Context: an optimization exercise on an open-source flow, tuned for small area and a short achievable clock period. The choices shown serve that exercise and are no tape-out recipe.
The RTL was checked by simulation tests, not by an equivalence proof against the original design.

==> inputs of run X <==
Design convout4, start of the top module:
module convout4 (
    input  wire         clk,
    input  wire         rst,           
    input  wire         in_valid,
    input  wire [7:0]   in_fmt,
    input  wire [2:0]   in_round,
    input  wire         in_sat,
    input  wire         in_internal,
    input  wire [127:0] in_x,          
    input  wire         seed_load,
    input  wire [31:0]  seed,
    output reg          out_valid,
    output reg  [127:0] out_y,
    output reg  [3:0]   out_sat,
    output reg  [3:0]   out_nan,
    output reg  [3:0]   out_inf,
    output reg  [31:0]  lfsr_state
);
clock: 32.0 ns
lec_check: 0
abc_area: 1
cap_margin: 20
core_margin: 2
core_utilization: 40
setup_slack_margin: 1.5
slew_margin: 20
synth_memory_max_bits: 16384
run.sh (not shown) runs the stock make flow with config.mk's settings and CLKGATE_MAP_FILE= SYNTH_SCRIPT=/design/flow/synth_recipe.tcl, a recipe that flattens the netlist after the stock synthesis.
==> inputs of run Y, as changes to run X <==
--- a/flow/design.v
+++ b/flow/design.v
@@ -18,22 +18,42 @@
     wire        fe_ff  = &fe;
     assign nan         = !internal && fe_ff && (|fm);
     wire        isinf  = !internal && fe_ff && !(|fm);
     wire [7:0]  fe1    = {fe[7:1], fe[0] | !hid};         
     reg  [31:0] por;
-    integer k;
+    integer k, l;
     always @(*) begin
-        por[0] = 1'b0;
-        for (k = 1; k < 32; k = k + 1)
-            por[k] = por[k-1] | x[k-1];
+        por = x;
+        for (l = 0; l < 5; l = l + 1)
+            for (k = 0; k < 32; k = k + 1)
+                if (k[l])
+                    por[k] = por[k] | por[((k >> (l + 1)) << (l + 1)) + (1 << l) - 1];
     end
-    wire [31:0] imag = x ^ ({32{s}} & por);
-    reg  [4:0]  lz;
+    wire [31:0] imag = x ^ ({32{s}} & {por[30:0], 1'b0});
+    wire [31:0] oc = x ^ {32{s}};
+    wire        pw = s && !(|(~x[31:1] & x[30:0]));
+    reg  [5:0]  lzo;                                             
+    reg  [15:0] z1; reg [7:0] z2; reg [3:0] z3; reg [1:0] z4;    
+    reg  [15:0] c1; reg [15:0] c2; reg [11:0] c3; reg [7:0] c4;  
     always @(*) begin
-        lz = 5'd0;
-        for (k = 0; k < 32; k = k + 1)
-            if (imag[k]) lz = 5'd31 - k[4:0];
+        for (k = 0; k < 16; k = k + 1) begin
+            z1[k] = !(oc[2*k+1] | oc[2*k]);
+            c1[k] = !oc[2*k+1];
+        end
+        for (k = 0; k < 8; k = k + 1) begin
+            z2[k] = z1[2*k+1] & z1[2*k];
+            c2[2*k +: 2] = z1[2*k+1] ? {1'b1, c1[2*k]} : {1'b0, c1[2*k+1]};
+        end
+        for (k = 0; k < 4; k = k + 1) begin
+            z3[k] = z2[2*k+1] & z2[2*k];
+            c3[3*k +: 3] = z2[2*k+1] ? {1'b1, c2[4*k +: 2]} : {1'b0, c2[4*k+2 +: 2]};
+        end
+        for (k = 0; k < 2; k = k + 1) begin
+            z4[k] = z3[2*k+1] & z3[2*k];
+            c4[4*k +: 4] = z3[2*k+1] ? {1'b1, c3[6*k +: 3]} : {1'b0, c3[6*k+3 +: 3]};
+        end
+        lzo = (z4[1] & z4[0]) ? 6'd32 : z4[1] ? {2'b01, c4[3:0]} : {2'b00, c4[7:4]};
     end
     wire izero = !(|x);
     wire [31:0] src  = internal ? imag : {hid, fm, 8'd0};
     wire [31:0] tsrc = internal ? x : {hid, fm, 8'd0};
     reg  [5:0]  tz;
@@ -48,19 +68,19 @@
     wire        fsub = narrow && fe1 <= (e4m3 ? 8'd120 : 8'd112);     
     wire        big  = fe1 > 8'd158;
     wire        use_fe = !internal && (is_int || fsub);
     wire        use_lz = internal && !is_int;
     wire [7:0]  tc   = use_fe ? (is_int ? 8'd182 : cf + 8'd1) :
-                       use_lz ? {1'b0, cm} + 8'd1 :
+                       use_lz ? {1'b0, cm} + {7'd0, pw} + 8'd1 :
                        internal ? 8'd23 : {1'b0, cm};
-    wire [7:0]  tv   = use_fe ? ~fe1 : use_lz ? ~{3'd0, lz} : 8'd0;
+    wire [7:0]  tv   = use_fe ? ~fe1 : use_lz ? ~{2'd0, lzo} : 8'd0;
     wire [7:0]  tsum = tc + tv;
     wire        t71  = !internal && (is_int ? fe1 < 8'd111
                                             : fsub && fe1 <= (fp16 ? 8'd86 : e4m3 ? 8'd101 : 8'd94));
     wire [6:0]  t    = t71 ? 7'd71 : tsum[6:0];
-    wire [7:0]  bp   = internal ? ~{3'd0, lz} : fe;
-    wire [7:0]  bq   = internal ? ((f32 | bf16) ? 8'd159 : e4m3 ? 8'd39 : 8'd47)
+    wire [7:0]  bp   = internal ? ~{2'd0, lzo} : fe;
+    wire [7:0]  bq   = internal ? ((f32 | bf16) ? 8'd159 : e4m3 ? 8'd39 : 8'd47) + {7'd0, pw}
                                 : (e4m3 ? 8'd136 : narrow ? 8'd144 : 8'd0);
     wire [7:0]  bsum = bp + bq;
     wire        bzero = internal ? izero : fsub;
     wire [7:0]  be   = bzero ? 8'd0 : bsum;
     wire [70:0] v0 = {src, 39'd0};
@@ -72,11 +92,11 @@
     wire [70:0] v6 = t[5] ? (v5 >> 32) : v5;
     wire [70:0] vs = t[6] ? (v6 >> 64) : v6;
     wire [31:0] rq  = vs[47:16];
     wire [15:0] d   = vs[15:0];
     wire half  = d[15];
-    wire rest  = {1'b0, tz} + 7'd25 <= t;        
+    wire rest  = !tz[5] && {1'b0, tz} + 7'd25 <= t;    
     wire [16:0] dsum = {1'b0, d} + {1'b0, u};
     always @(*) begin
         case (rnd)
             3'd0: up = half & (rest | rq[0]);
             3'd1: up = half;
@@ -110,16 +130,20 @@
     output reg         f_inf
 );
     wire        is_int = i32 | i16 | i8 | u8 | i4 | u4;
     wire        inv = is_int & s;
     wire [33:0] ai  = {2'd0, a} ^ {34{inv}};
-    reg  [34:0] c;
-    integer k;
+    reg  [33:0] pa;
+    reg  [33:0] c;
+    integer k, l;
     always @(*) begin
-        c[0] = up ^ inv;
-        for (k = 0; k < 34; k = k + 1)
-            c[k+1] = c[k] & ai[k];
+        pa = ai;
+        for (l = 0; l < 6; l = l + 1)
+            for (k = 0; k < 34; k = k + 1)
+                if (k[l])
+                    pa[k] = pa[k] & pa[((k >> (l + 1)) << (l + 1)) + (1 << l) - 1];
+        c = {pa[32:0], 1'b1} & {34{up ^ inv}};
     end
     wire [33:0] r   = ai ^ c[33:0];
     wire [31:0] ym  = r[31:0];
     wire ovf = f32  ? (&ym[30:23]) :
                bf16 ? (&ym[14:7]) :
==> flow/flow/run.sh (new file) <==
#!/bin/bash
set -euo pipefail
bash standard.sh SETUP_SLACK_MARGIN=24 TNS_END_PERCENT=5 finish > make_finish.log 2>&1
==> flow/standard.sh (new file) <==
#!/bin/bash
# synth_recipe.tcl (not shown) runs the flow's synth.tcl, then flattens the netlist and writes it again
# the make line also repeats each setting of config.mk as NAME=value (left out here)
make -C /OpenROAD-flow-scripts/flow DESIGN_CONFIG=/design/flow/config.mk WORK_HOME=/design/flow/orfs CLKGATE_MAP_FILE= SYNTH_SCRIPT=/design/flow/synth_recipe.tcl "${@:-finish}"
removed: flow/run.sh
==> inputs of run R, as changes to run X <==
--- a/flow/design.v
+++ b/flow/design.v
@@ -18,22 +18,42 @@
     wire        fe_ff  = &fe;
     assign nan         = !internal && fe_ff && (|fm);
     wire        isinf  = !internal && fe_ff && !(|fm);
     wire [7:0]  fe1    = {fe[7:1], fe[0] | !hid};         
     reg  [31:0] por;
-    integer k;
+    integer k, l;
     always @(*) begin
-        por[0] = 1'b0;
-        for (k = 1; k < 32; k = k + 1)
-            por[k] = por[k-1] | x[k-1];
+        por = x;
+        for (l = 0; l < 5; l = l + 1)
+            for (k = 0; k < 32; k = k + 1)
+                if (k[l])
+                    por[k] = por[k] | por[((k >> (l + 1)) << (l + 1)) + (1 << l) - 1];
     end
-    wire [31:0] imag = x ^ ({32{s}} & por);
-    reg  [4:0]  lz;
+    wire [31:0] imag = x ^ ({32{s}} & {por[30:0], 1'b0});
+    wire [31:0] oc = x ^ {32{s}};
+    wire        pw = s && !(|(~x[31:1] & x[30:0]));
+    reg  [5:0]  lzo;                                             
+    reg  [15:0] z1; reg [7:0] z2; reg [3:0] z3; reg [1:0] z4;    
+    reg  [15:0] c1; reg [15:0] c2; reg [11:0] c3; reg [7:0] c4;  
     always @(*) begin
-        lz = 5'd0;
-        for (k = 0; k < 32; k = k + 1)
-            if (imag[k]) lz = 5'd31 - k[4:0];
+        for (k = 0; k < 16; k = k + 1) begin
+            z1[k] = !(oc[2*k+1] | oc[2*k]);
+            c1[k] = !oc[2*k+1];
+        end
+        for (k = 0; k < 8; k = k + 1) begin
+            z2[k] = z1[2*k+1] & z1[2*k];
+            c2[2*k +: 2] = z1[2*k+1] ? {1'b1, c1[2*k]} : {1'b0, c1[2*k+1]};
+        end
+        for (k = 0; k < 4; k = k + 1) begin
+            z3[k] = z2[2*k+1] & z2[2*k];
+            c3[3*k +: 3] = z2[2*k+1] ? {1'b1, c2[4*k +: 2]} : {1'b0, c2[4*k+2 +: 2]};
+        end
+        for (k = 0; k < 2; k = k + 1) begin
+            z4[k] = z3[2*k+1] & z3[2*k];
+            c4[4*k +: 4] = z3[2*k+1] ? {1'b1, c3[6*k +: 3]} : {1'b0, c3[6*k+3 +: 3]};
+        end
+        lzo = (z4[1] & z4[0]) ? 6'd32 : z4[1] ? {2'b01, c4[3:0]} : {2'b00, c4[7:4]};
     end
     wire izero = !(|x);
     wire [31:0] src  = internal ? imag : {hid, fm, 8'd0};
     wire [31:0] tsrc = internal ? x : {hid, fm, 8'd0};
     reg  [5:0]  tz;
@@ -48,19 +68,19 @@
     wire        fsub = narrow && fe1 <= (e4m3 ? 8'd120 : 8'd112);     
     wire        big  = fe1 > 8'd158;
     wire        use_fe = !internal && (is_int || fsub);
     wire        use_lz = internal && !is_int;
     wire [7:0]  tc   = use_fe ? (is_int ? 8'd182 : cf + 8'd1) :
-                       use_lz ? {1'b0, cm} + 8'd1 :
+                       use_lz ? {1'b0, cm} + {7'd0, pw} + 8'd1 :
                        internal ? 8'd23 : {1'b0, cm};
-    wire [7:0]  tv   = use_fe ? ~fe1 : use_lz ? ~{3'd0, lz} : 8'd0;
+    wire [7:0]  tv   = use_fe ? ~fe1 : use_lz ? ~{2'd0, lzo} : 8'd0;
     wire [7:0]  tsum = tc + tv;
     wire        t71  = !internal && (is_int ? fe1 < 8'd111
                                             : fsub && fe1 <= (fp16 ? 8'd86 : e4m3 ? 8'd101 : 8'd94));
     wire [6:0]  t    = t71 ? 7'd71 : tsum[6:0];
-    wire [7:0]  bp   = internal ? ~{3'd0, lz} : fe;
-    wire [7:0]  bq   = internal ? ((f32 | bf16) ? 8'd159 : e4m3 ? 8'd39 : 8'd47)
+    wire [7:0]  bp   = internal ? ~{2'd0, lzo} : fe;
+    wire [7:0]  bq   = internal ? ((f32 | bf16) ? 8'd159 : e4m3 ? 8'd39 : 8'd47) + {7'd0, pw}
                                 : (e4m3 ? 8'd136 : narrow ? 8'd144 : 8'd0);
     wire [7:0]  bsum = bp + bq;
     wire        bzero = internal ? izero : fsub;
     wire [7:0]  be   = bzero ? 8'd0 : bsum;
     wire [70:0] v0 = {src, 39'd0};
@@ -72,11 +92,11 @@
     wire [70:0] v6 = t[5] ? (v5 >> 32) : v5;
     wire [70:0] vs = t[6] ? (v6 >> 64) : v6;
     wire [31:0] rq  = vs[47:16];
     wire [15:0] d   = vs[15:0];
     wire half  = d[15];
-    wire rest  = {1'b0, tz} + 7'd25 <= t;        
+    wire rest  = !tz[5] && {1'b0, tz} + 7'd25 <= t;    
     wire [16:0] dsum = {1'b0, d} + {1'b0, u};
     always @(*) begin
         case (rnd)
             3'd0: up = half & (rest | rq[0]);
             3'd1: up = half;
@@ -110,16 +130,20 @@
     output reg         f_inf
 );
     wire        is_int = i32 | i16 | i8 | u8 | i4 | u4;
     wire        inv = is_int & s;
     wire [33:0] ai  = {2'd0, a} ^ {34{inv}};
-    reg  [34:0] c;
-    integer k;
+    reg  [33:0] pa;
+    reg  [33:0] c;
+    integer k, l;
     always @(*) begin
-        c[0] = up ^ inv;
-        for (k = 0; k < 34; k = k + 1)
-            c[k+1] = c[k] & ai[k];
+        pa = ai;
+        for (l = 0; l < 6; l = l + 1)
+            for (k = 0; k < 34; k = k + 1)
+                if (k[l])
+                    pa[k] = pa[k] & pa[((k >> (l + 1)) << (l + 1)) + (1 << l) - 1];
+        c = {pa[32:0], 1'b1} & {34{up ^ inv}};
     end
     wire [33:0] r   = ai ^ c[33:0];
     wire [31:0] ym  = r[31:0];
     wire ovf = f32  ? (&ym[30:23]) :
                bf16 ? (&ym[14:7]) :
==> flow/flow/run.sh (new file) <==
#!/bin/bash
set -euo pipefail
bash standard.sh SETUP_SLACK_MARGIN=24 finish > make_finish.log 2>&1
==> flow/standard.sh (new file) <==
#!/bin/bash
# synth_recipe.tcl (not shown) runs the flow's synth.tcl, then flattens the netlist and writes it again
# the make line also repeats each setting of config.mk as NAME=value (left out here)
make -C /OpenROAD-flow-scripts/flow DESIGN_CONFIG=/design/flow/config.mk WORK_HOME=/design/flow/orfs CLKGATE_MAP_FILE= SYNTH_SCRIPT=/design/flow/synth_recipe.tcl "${@:-finish}"
removed: flow/run.sh
==> inputs of run K, as changes to run X <==
--- a/flow/design.v
+++ b/flow/design.v
@@ -18,22 +18,42 @@
     wire        fe_ff  = &fe;
     assign nan         = !internal && fe_ff && (|fm);
     wire        isinf  = !internal && fe_ff && !(|fm);
     wire [7:0]  fe1    = {fe[7:1], fe[0] | !hid};         
     reg  [31:0] por;
-    integer k;
+    integer k, l;
     always @(*) begin
-        por[0] = 1'b0;
-        for (k = 1; k < 32; k = k + 1)
-            por[k] = por[k-1] | x[k-1];
+        por = x;
+        for (l = 0; l < 5; l = l + 1)
+            for (k = 0; k < 32; k = k + 1)
+                if (k[l])
+                    por[k] = por[k] | por[((k >> (l + 1)) << (l + 1)) + (1 << l) - 1];
     end
-    wire [31:0] imag = x ^ ({32{s}} & por);
-    reg  [4:0]  lz;
+    wire [31:0] imag = x ^ ({32{s}} & {por[30:0], 1'b0});
+    wire [31:0] oc = x ^ {32{s}};
+    wire        pw = s && !(|(~x[31:1] & x[30:0]));
+    reg  [5:0]  lzo;                                             
+    reg  [15:0] z1; reg [7:0] z2; reg [3:0] z3; reg [1:0] z4;    
+    reg  [15:0] c1; reg [15:0] c2; reg [11:0] c3; reg [7:0] c4;  
     always @(*) begin
-        lz = 5'd0;
-        for (k = 0; k < 32; k = k + 1)
-            if (imag[k]) lz = 5'd31 - k[4:0];
+        for (k = 0; k < 16; k = k + 1) begin
+            z1[k] = !(oc[2*k+1] | oc[2*k]);
+            c1[k] = !oc[2*k+1];
+        end
+        for (k = 0; k < 8; k = k + 1) begin
+            z2[k] = z1[2*k+1] & z1[2*k];
+            c2[2*k +: 2] = z1[2*k+1] ? {1'b1, c1[2*k]} : {1'b0, c1[2*k+1]};
+        end
+        for (k = 0; k < 4; k = k + 1) begin
+            z3[k] = z2[2*k+1] & z2[2*k];
+            c3[3*k +: 3] = z2[2*k+1] ? {1'b1, c2[4*k +: 2]} : {1'b0, c2[4*k+2 +: 2]};
+        end
+        for (k = 0; k < 2; k = k + 1) begin
+            z4[k] = z3[2*k+1] & z3[2*k];
+            c4[4*k +: 4] = z3[2*k+1] ? {1'b1, c3[6*k +: 3]} : {1'b0, c3[6*k+3 +: 3]};
+        end
+        lzo = (z4[1] & z4[0]) ? 6'd32 : z4[1] ? {2'b01, c4[3:0]} : {2'b00, c4[7:4]};
     end
     wire izero = !(|x);
     wire [31:0] src  = internal ? imag : {hid, fm, 8'd0};
     wire [31:0] tsrc = internal ? x : {hid, fm, 8'd0};
     reg  [5:0]  tz;
@@ -48,19 +68,19 @@
     wire        fsub = narrow && fe1 <= (e4m3 ? 8'd120 : 8'd112);     
     wire        big  = fe1 > 8'd158;
     wire        use_fe = !internal && (is_int || fsub);
     wire        use_lz = internal && !is_int;
     wire [7:0]  tc   = use_fe ? (is_int ? 8'd182 : cf + 8'd1) :
-                       use_lz ? {1'b0, cm} + 8'd1 :
+                       use_lz ? {1'b0, cm} + {7'd0, pw} + 8'd1 :
                        internal ? 8'd23 : {1'b0, cm};
-    wire [7:0]  tv   = use_fe ? ~fe1 : use_lz ? ~{3'd0, lz} : 8'd0;
+    wire [7:0]  tv   = use_fe ? ~fe1 : use_lz ? ~{2'd0, lzo} : 8'd0;
     wire [7:0]  tsum = tc + tv;
     wire        t71  = !internal && (is_int ? fe1 < 8'd111
                                             : fsub && fe1 <= (fp16 ? 8'd86 : e4m3 ? 8'd101 : 8'd94));
     wire [6:0]  t    = t71 ? 7'd71 : tsum[6:0];
-    wire [7:0]  bp   = internal ? ~{3'd0, lz} : fe;
-    wire [7:0]  bq   = internal ? ((f32 | bf16) ? 8'd159 : e4m3 ? 8'd39 : 8'd47)
+    wire [7:0]  bp   = internal ? ~{2'd0, lzo} : fe;
+    wire [7:0]  bq   = internal ? ((f32 | bf16) ? 8'd159 : e4m3 ? 8'd39 : 8'd47) + {7'd0, pw}
                                 : (e4m3 ? 8'd136 : narrow ? 8'd144 : 8'd0);
     wire [7:0]  bsum = bp + bq;
     wire        bzero = internal ? izero : fsub;
     wire [7:0]  be   = bzero ? 8'd0 : bsum;
     wire [70:0] v0 = {src, 39'd0};
@@ -72,11 +92,11 @@
     wire [70:0] v6 = t[5] ? (v5 >> 32) : v5;
     wire [70:0] vs = t[6] ? (v6 >> 64) : v6;
     wire [31:0] rq  = vs[47:16];
     wire [15:0] d   = vs[15:0];
     wire half  = d[15];
-    wire rest  = {1'b0, tz} + 7'd25 <= t;        
+    wire rest  = !tz[5] && {1'b0, tz} + 7'd25 <= t;    
     wire [16:0] dsum = {1'b0, d} + {1'b0, u};
     always @(*) begin
         case (rnd)
             3'd0: up = half & (rest | rq[0]);
             3'd1: up = half;
@@ -110,16 +130,20 @@
     output reg         f_inf
 );
     wire        is_int = i32 | i16 | i8 | u8 | i4 | u4;
     wire        inv = is_int & s;
     wire [33:0] ai  = {2'd0, a} ^ {34{inv}};
-    reg  [34:0] c;
-    integer k;
+    reg  [33:0] pa;
+    reg  [33:0] c;
+    integer k, l;
     always @(*) begin
-        c[0] = up ^ inv;
-        for (k = 0; k < 34; k = k + 1)
-            c[k+1] = c[k] & ai[k];
+        pa = ai;
+        for (l = 0; l < 6; l = l + 1)
+            for (k = 0; k < 34; k = k + 1)
+                if (k[l])
+                    pa[k] = pa[k] & pa[((k >> (l + 1)) << (l + 1)) + (1 << l) - 1];
+        c = {pa[32:0], 1'b1} & {34{up ^ inv}};
     end
     wire [33:0] r   = ai ^ c[33:0];
     wire [31:0] ym  = r[31:0];
     wire ovf = f32  ? (&ym[30:23]) :
                bf16 ? (&ym[14:7]) :
Settings changed: ABC_AREA 1 to default.
==> run_summary.xml <==
<?xml version="1.0" encoding="UTF-8"?>
<metrics>
  <group name="layout">
    <metric name="layout_common_cells" unit="">sky130_fd_sc_hd__nor2_1, sky130_fd_sc_hd__nand2_1, sky130_fd_sc_hd__a21oi_1, sky130_fd_sc_hd__o21ai_0, sky130_fd_sc_hd__dfxtp_1</metric>
    <metric name="layout.comb_gates.multi_input" unit="">5879</metric>
    <metric name="num-fill-cells" unit="">13200</metric>
  </group>
  <group name="setup_path">
    <metric name="required" unit="ps">32500</metric>
    <metric name="slowest_stage" unit="">sky130_fd_sc_hd__nor2_1</metric>
  </group>
  <group name="run_status">
    <metric name="outcome" unit="">no timing/DRC/antenna violations</metric>
  </group>
  <group name="die">
    <metric name="die_h" unit="µm">366</metric>
  </group>
  <group name="synth">
    <metric name="synth_top_family_by_area" unit="">compound AO/OA/AOI/OAI gates</metric>
  </group>
  <group name="sta">
    <metric name="hold_ws" unit="ps">342</metric>
  </group>
</metrics>
That was run K.
==> run_summary.xml <==
<?xml version="1.0" encoding="UTF-8"?>
<metrics>
  <group name="setup_path">
    <metric name="required" unit="ps">32610</metric>
    <metric name="cpMostUsedCell" unit="">sky130_fd_sc_hd__nand2_4</metric>
    <metric name="slowest_stage" unit="">sky130_fd_sc_hd__xnor3_2</metric>
  </group>
  <group name="die">
    <metric name="die_h" unit="µm">358</metric>
  </group>
  <group name="synth">
    <metric name="number_of_flops_mapped_to_enable_cells_by_yosys" unit="">0</metric>
    <metric name="synth_top_family_by_area" unit="">simple AND/OR/NAND/NOR gates</metric>
  </group>
  <group name="layout">
    <metric name="layout_common_cells" unit="">sky130_fd_sc_hd__nand2_1, sky130_fd_sc_hd__o21ai_0, sky130_fd_sc_hd__inv_1, sky130_fd_sc_hd__nor2_1, sky130_fd_sc_hd__dfxtp_1</metric>
    <metric name="design_area" unit="mm²">0.0593</metric>
    <metric name="num-fill-cells" unit="">13300</metric>
  </group>
  <group name="sta">
    <metric name="period_share" unit="%">28.9</metric>
    <metric name="hold_ws" unit="ps">335</metric>
  </group>
  <group name="run_status">
    <metric name="outcome" unit="">no timing/DRC/antenna violations</metric>
  </group>
</metrics>
That was run Y.
==> run_summary.xml <==
<?xml version="1.0" encoding="UTF-8"?>
<metrics>
  <group name="synth">
    <metric name="post_synth_and_or_nand_nor_area_fraction" unit="%">28.9</metric>
    <metric name="synth_top_family_by_area" unit="">simple AND/OR/NAND/NOR gates</metric>
  </group>
  <group name="clock_tree">
    <metric name="post_cts_resized" unit="">0</metric>
  </group>
  <group name="run_status">
    <metric name="outcome" unit="">no timing/DRC/antenna violations</metric>
  </group>
  <group name="setup_path">
    <metric name="critPathKind" unit="">reg -&gt; reg</metric>
    <metric name="cpLargestDelayFamily" unit="">adder cells</metric>
    <metric name="slowest_stage" unit="">sky130_fd_sc_hd__nor2_4</metric>
  </group>
  <group name="die">
    <metric name="die_h" unit="µm">348</metric>
  </group>
  <group name="layout">
    <metric name="num-fill-cells" unit="">12400</metric>
    <metric name="layout.comb_gates.multi_input" unit="">5817</metric>
    <metric name="design_area" unit="mm²">0.0542</metric>
    <metric name="layout_common_cells" unit="">sky130_fd_sc_hd__nand2_1, sky130_fd_sc_hd__o21ai_0, sky130_fd_sc_hd__inv_1, sky130_fd_sc_hd__nor2_1, sky130_fd_sc_hd__dfxtp_1</metric>
  </group>
  <group name="grt">
    <metric name="antenna_found_initial" unit="">6</metric>
  </group>
  <group name="sta">
    <metric name="hold_ws" unit="ps">330</metric>
  </group>
</metrics>
That was run X.
==> run_summary.xml <==
<?xml version="1.0" encoding="UTF-8"?>
<metrics>
  <group name="route">
    <metric name="detailedRoute.firstPassIterationCount" unit="">7</metric>
  </group>
  <group name="run_status">
    <metric name="outcome" unit="">no timing/DRC/antenna violations</metric>
  </group>
  <group name="sta">
    <metric name="min_period" unit="ps">9450</metric>
    <metric name="hold_viol_final" unit="">0</metric>
    <metric name="hold_ws" unit="ps">327</metric>
  </group>
  <group name="die">
    <metric name="die_h" unit="µm">358</metric>
  </group>
  <group name="synth">
    <metric name="synth_top_family_by_area" unit="">simple AND/OR/NAND/NOR gates</metric>
  </group>
  <group name="layout">
    <metric name="layout.comb_gates.multi_input" unit="">6448</metric>
    <metric name="reg.largest.list" unit="">a2: 128 flops, out_y: 128 flops, x1: 128 flops</metric>
    <metric name="layout_common_cells" unit="">sky130_fd_sc_hd__nand2_1, sky130_fd_sc_hd__o21ai_0, sky130_fd_sc_hd__inv_1, sky130_fd_sc_hd__nor2_1, sky130_fd_sc_hd__dfxtp_1</metric>
  </group>
  <group name="setup_path">
    <metric name="required" unit="ps">32620</metric>
  </group>
</metrics>
That was run R.

==> afterwards: timing with drivers on the ports <==
No port has a modelled driver above. Below, the same layouts with a new extraction and two added sets of constraints. Step 1, drivers: a clkbuf_16 drives clk and a buf_2 each remaining input, both assumed. Step 2 times the ports against the registers' clock, not the clock port: input delays grow and output delays shrink by t, the midpoint of the rising clock arrivals with the driver on. a / b / c = no drivers / after step 1 / after step 2; a / b = the first two.
run	shift t [ns]	setup WS [ns]	worst register clock-pin slew, ns
run X	0.776	20.300 / 20.300 / 20.300	0.08 / 0.08
run Y	0.761	22.748 / 22.748 / 22.748	0.07 / 0.07
run R	0.782	22.545 / 22.545 / 22.545	0.08 / 0.08
run K	0.764	22.068 / 22.068 / 22.068	0.07 / 0.07
After both steps setup and hold are still met in every run listed.
